Context: an optimization exercise on an open-source flow, tuned for small area, a short achievable clock period and few clock cycles per item. The choices shown serve that exercise and are no tape-out recipe.
Function was checked by simulation only, so behaviour that the tests miss may differ from the original.
No activity file was given, so power comes from the tool's default toggle rates.

oak:
Design stripe_engine, start of the top module:
module stripe_engine (
  input  wire        clk,
  input  wire        rst,
  input  wire        cmd_valid,
  output wire        cmd_ready,
  input  wire [1:0]  cmd_op,        
  input  wire [4:0]  cmd_dcount,    
  input  wire [21:0] cmd_miss,      
  input  wire        cmd_miss_p,    
  input  wire        cmd_miss_q,    
  input  wire        in_valid,
  output wire        in_ready,
  input  wire [63:0] in_data,
  output wire        res_valid,
  input  wire        res_ready,
  output reg  [2:0]  res_status,
  output reg  [4:0]  res_pos,
  output reg  [63:0] res_p,
  output reg  [63:0] res_q,
  output reg  [63:0] res_dx,
  output reg  [63:0] res_dy
);
Size: roughly 3,200 cells after synthesis, about 530 flip-flops, roughly 370 I/O pins, about 0.029 mm^2 of cells after synthesis.
clock: 15.0 ns
lec_check: 0
cap_margin: 20
core_margin: 2
core_utilization: 65
cts_cluster_diameter: 60
cts_cluster_size: 28
place_density: 0.75
slew_margin: 20
standard.sh (not shown) runs the stock make flow with config.mk's settings and CLKGATE_MAP_FILE= SYNTH_SCRIPT=/design/flow/synth_recipe.tcl, a recipe that flattens the netlist after the stock synthesis.
==> flow/flow/run.sh <==
#!/bin/bash
# Standard ORFS layout with a tighter repair target and small port buffers.
set -euo pipefail
bash standard.sh SETUP_SLACK_MARGIN=10.7 \
  "BUFFER_PORTS_ARGS=-buffer_cell sky130_fd_sc_hd__buf_1" finish > orfs_make.log 2>&1
Looking at the reports, oak completed the entire flow and the layout it produced met the timing, design-rule and antenna checks.
Testbench counts of oak, summed over its fixed seeds: cycles 37,082, items 1,920.
The inputs of pine differ from those of oak as listed below.
Settings: swapping 20 for 5 in CAP_MARGIN; swapping 28 for 30 in CTS_CLUSTER_SIZE; swapping 20 for 5 in SLEW_MARGIN.
--- a/flow/flow/run.sh
+++ b/flow/flow/run.sh
@@ -3,3 +3,3 @@
 set -euo pipefail
-bash standard.sh SETUP_SLACK_MARGIN=10.7 \
+bash standard.sh SETUP_SLACK_MARGIN=10.65 \
   "BUFFER_PORTS_ARGS=-buffer_cell sky130_fd_sc_hd__buf_1" finish > orfs_make.log 2>&1
[summary]
Overall power after layout, pine vs oak: up slightly
Compared with oak, pine shows a higher worst slack at placement.
Compared with oak, pine improves area of all placed cells without fillers.
Compared with oak, pine improves worst setup slack.


## lagoon
stripe_engine, a different RTL version from the one above (not shown whole).
Size in the first run: roughly 530 flip-flops.
// stripe_engine
module stripe_engine (
  input  wire        clk,
  input  wire        rst,
  input  wire        cmd_valid,
  output wire        cmd_ready,
  input  wire [1:0]  cmd_op,        
  input  wire [4:0]  cmd_dcount,    
  input  wire [21:0] cmd_miss,      
  input  wire        cmd_miss_p,    
  input  wire        cmd_miss_q,    
  input  wire        in_valid,
  output wire        in_ready,
  input  wire [63:0] in_data,
  output wire        res_valid,
  input  wire        res_ready,
  output reg  [2:0]  res_status,
  output reg  [4:0]  res_pos,
  output reg  [63:0] res_p,
  output reg  [63:0] res_q,
  output reg  [63:0] res_dx,
  output reg  [63:0] res_dy
);
export LEC_CHECK = 0
export CAP_MARGIN = 20
export CORE_MARGIN = 2
export CORE_UTILIZATION = 25
export PLACE_DENSITY = 0.35
export SLEW_MARGIN = 20
create_clock -name core_clock -period 15.0 [get_ports {clk}]
==> flow/flow/run.sh <==
#!/bin/bash
# Standard ORFS layout with a tighter repair target and small port buffers.
set -euo pipefail
bash standard.sh SETUP_SLACK_MARGIN=${MARGIN:-11} \
  "BUFFER_PORTS_ARGS=-buffer_cell sky130_fd_sc_hd__buf_1" finish > orfs_make.log 2>&1
lagoon finished every stage and its layout cleared the timing, design-rule and antenna checks.
Testbench counts of lagoon, summed over its fixed seeds: cycles 37,038, items 1,920.
Here is what was changed in the inputs of pepper compared with lagoon.
Settings: setting SETUP_SLACK_MARGIN to 0.5 for the first time.
==> flow/run.sh (new file) <==
#!/bin/bash
# synth_recipe.tcl (not shown) runs the flow's synth.tcl, then flattens the netlist and writes it again
# the make line also repeats each setting of config.mk as NAME=value (left out here)
make -C /OpenROAD-flow-scripts/flow DESIGN_CONFIG=/design/flow/config.mk WORK_HOME=/design/flow/orfs CLKGATE_MAP_FILE= SYNTH_SCRIPT=/design/flow/synth_recipe.tcl finish
removed: flow/flow/run.sh
removed: flow/standard.sh
Notes after the runs:
A cell at the slowest stage of the critical path of sky130_fd_sc_hd__buf_4 is what pepper shows, while sky130_fd_sc_hd__or4_1 belongs to lagoon. pepper vs. lagoon: total placed cells including tap cells level, multi-input logic portion of the cell area essentially unchanged, area occupied by multi-input gates dropped 13%, via count of the first global-routing pass shows a reduction of 975, cell area decreased by about 13% relative to the old numbers. Taking lagoon as the reference, in pepper smallest setup slack after layout -1200 ps, total routing resource utilization after global routing -0.93 points, routed wire length -6.1%, total power consumption of the routed design -about 13%. pepper — minimum clock period after layout 1200 ps higher, lagoon as reference. pepper ended up with flip-flops and latches as its cell kind with the greatest summed area; lagoon ended up with multi-input combinational cells. Non-clock buffer count, pepper and lagoon, higher one = lagoon.


## run A
RTL: one of the versions met above, not the one the previous note started from.
Size in the first run: about 3200 cells after synthesis, roughly 530 flip-flops, about 370 I/O pins, ~0.029 sq mm of cells after synthesis.
clock: 15.0 ns
lec_check: 0
cap_margin: 20
core_margin: 2
core_utilization: 65
cts_cluster_diameter: 60
cts_cluster_size: 28
place_density: 0.75
slew_margin: 20
==> flow/flow/run.sh <==
#!/bin/bash
# Standard ORFS layout with a tighter repair target and small port buffers.
set -euo pipefail
bash standard.sh SETUP_SLACK_MARGIN=10.6 \
  "BUFFER_PORTS_ARGS=-buffer_cell sky130_fd_sc_hd__buf_1" finish > orfs_make.log 2>&1
Run A finished every stage and its layout cleared the timing, design-rule and antenna checks.
Testbench counts of run A, summed over its fixed seeds: cycles 37,082, items 1,920.
Relative to run A, the following input files were edited for run B:
- an added SETUP_SLACK_MARGIN of 5
==> flow/run.sh (new file) <==
#!/bin/bash
# synth_recipe.tcl (not shown) runs the flow's synth.tcl, then flattens the netlist and writes it again
# the make line also repeats each setting of config.mk as NAME=value (left out here)
make -C /OpenROAD-flow-scripts/flow DESIGN_CONFIG=/design/flow/config.mk WORK_HOME=/design/flow/orfs CLKGATE_MAP_FILE= SYNTH_SCRIPT=/design/flow/synth_recipe.tcl finish
removed: flow/flow/run.sh
removed: flow/standard.sh
==> comparison <==
- Per the final summary, run B finished and its layout is clean on timing, DRC and antenna.
- There was hardly any difference in final wirelength between run A and run B.
- Diff run A -> run B: worst path setup slack after routing fell 900 ps; biggest cell delay along the critical path shows an increase of 100 ps.
- In the tables for run A and run B, clock share of power reads lower with run B.
- Compared with run A, in run B total power lower, sum of buffers and inverters on the critical path higher.
> inputs changed (run B -> run C)
- SETUP_SLACK_MARGIN: 5 -> unset
- PLACE_DENSITY: 0.75 -> 0.65
==> flow/flow/run.sh (new file) <==
#!/bin/bash
# Standard ORFS layout with a tighter repair target and small port buffers.
set -euo pipefail
bash standard.sh SETUP_SLACK_MARGIN=10.6 \
  "BUFFER_PORTS_ARGS=-buffer_cell sky130_fd_sc_hd__buf_1" finish > orfs_make.log 2>&1
==> flow/standard.sh (new file) <==
#!/bin/bash
# synth_recipe.tcl (not shown) runs the flow's synth.tcl, then flattens the netlist and writes it again
# the make line also repeats each setting of config.mk as NAME=value (left out here)
make -C /OpenROAD-flow-scripts/flow DESIGN_CONFIG=/design/flow/config.mk WORK_HOME=/design/flow/orfs CLKGATE_MAP_FILE= SYNTH_SCRIPT=/design/flow/synth_recipe.tcl "${@:-finish}"
removed: flow/run.sh
## What came out
- Run C: PASS, flow complete, no timing, DRC or antenna violations
- Total routing usage reported by global routing came out lower on run C than on run B.
- Relative area change from synthesis to final layout: run C < run B
- Run B has a lower portion of total power attributed to the clock network than run C.
- | leakage component of the power | lower: run C |

[static timing again, ports no longer ideal]
How much do the figures lean on ideal ports? The routed layouts below were timed once more, with nothing changed but the port constraints.
Step 1: set_driving_cell puts a clkbuf_16 on clk and a buf_2 on each other input, an assumption about the parent block.
Step 2 times the ports against the registers' clock, not the clock port: input delays grow and output delays shrink by t, the midpoint of the rising clock arrivals with the driver on.
Slacks: no drivers / after step 1 / after step 2; pairs: no drivers / after step 1.
| run | t, ns | setup slack, ns | worst slew at a driven data input, ns |
|---|---|---|---|
| oak | 0.646 | 10.637 / 10.578 / 10.298 | 0.08 |
| pine | 0.645 | 10.655 / 10.595 / 10.113 | 0.08 |
| lagoon | 0.712 | 10.226 / 10.226 / 10.059 | 0.12 |
| pepper | 0.709 | 9.028 / 9.068 / 8.359 | 0.12 |
| run A | 0.640 | 10.602 / 10.545 / 10.103 | 0.07 |
| run B | 0.638 | 9.698 / 9.726 / 9.088 | 0.13 |
| run C | 0.643 | 10.589 / 10.529 / 10.074 | 0.12 |
After both steps setup and hold are still met in every run listed. The setup slack of pepper, which loses most, moves by +0.040 ns with the drivers and by -0.669 ns with both steps.
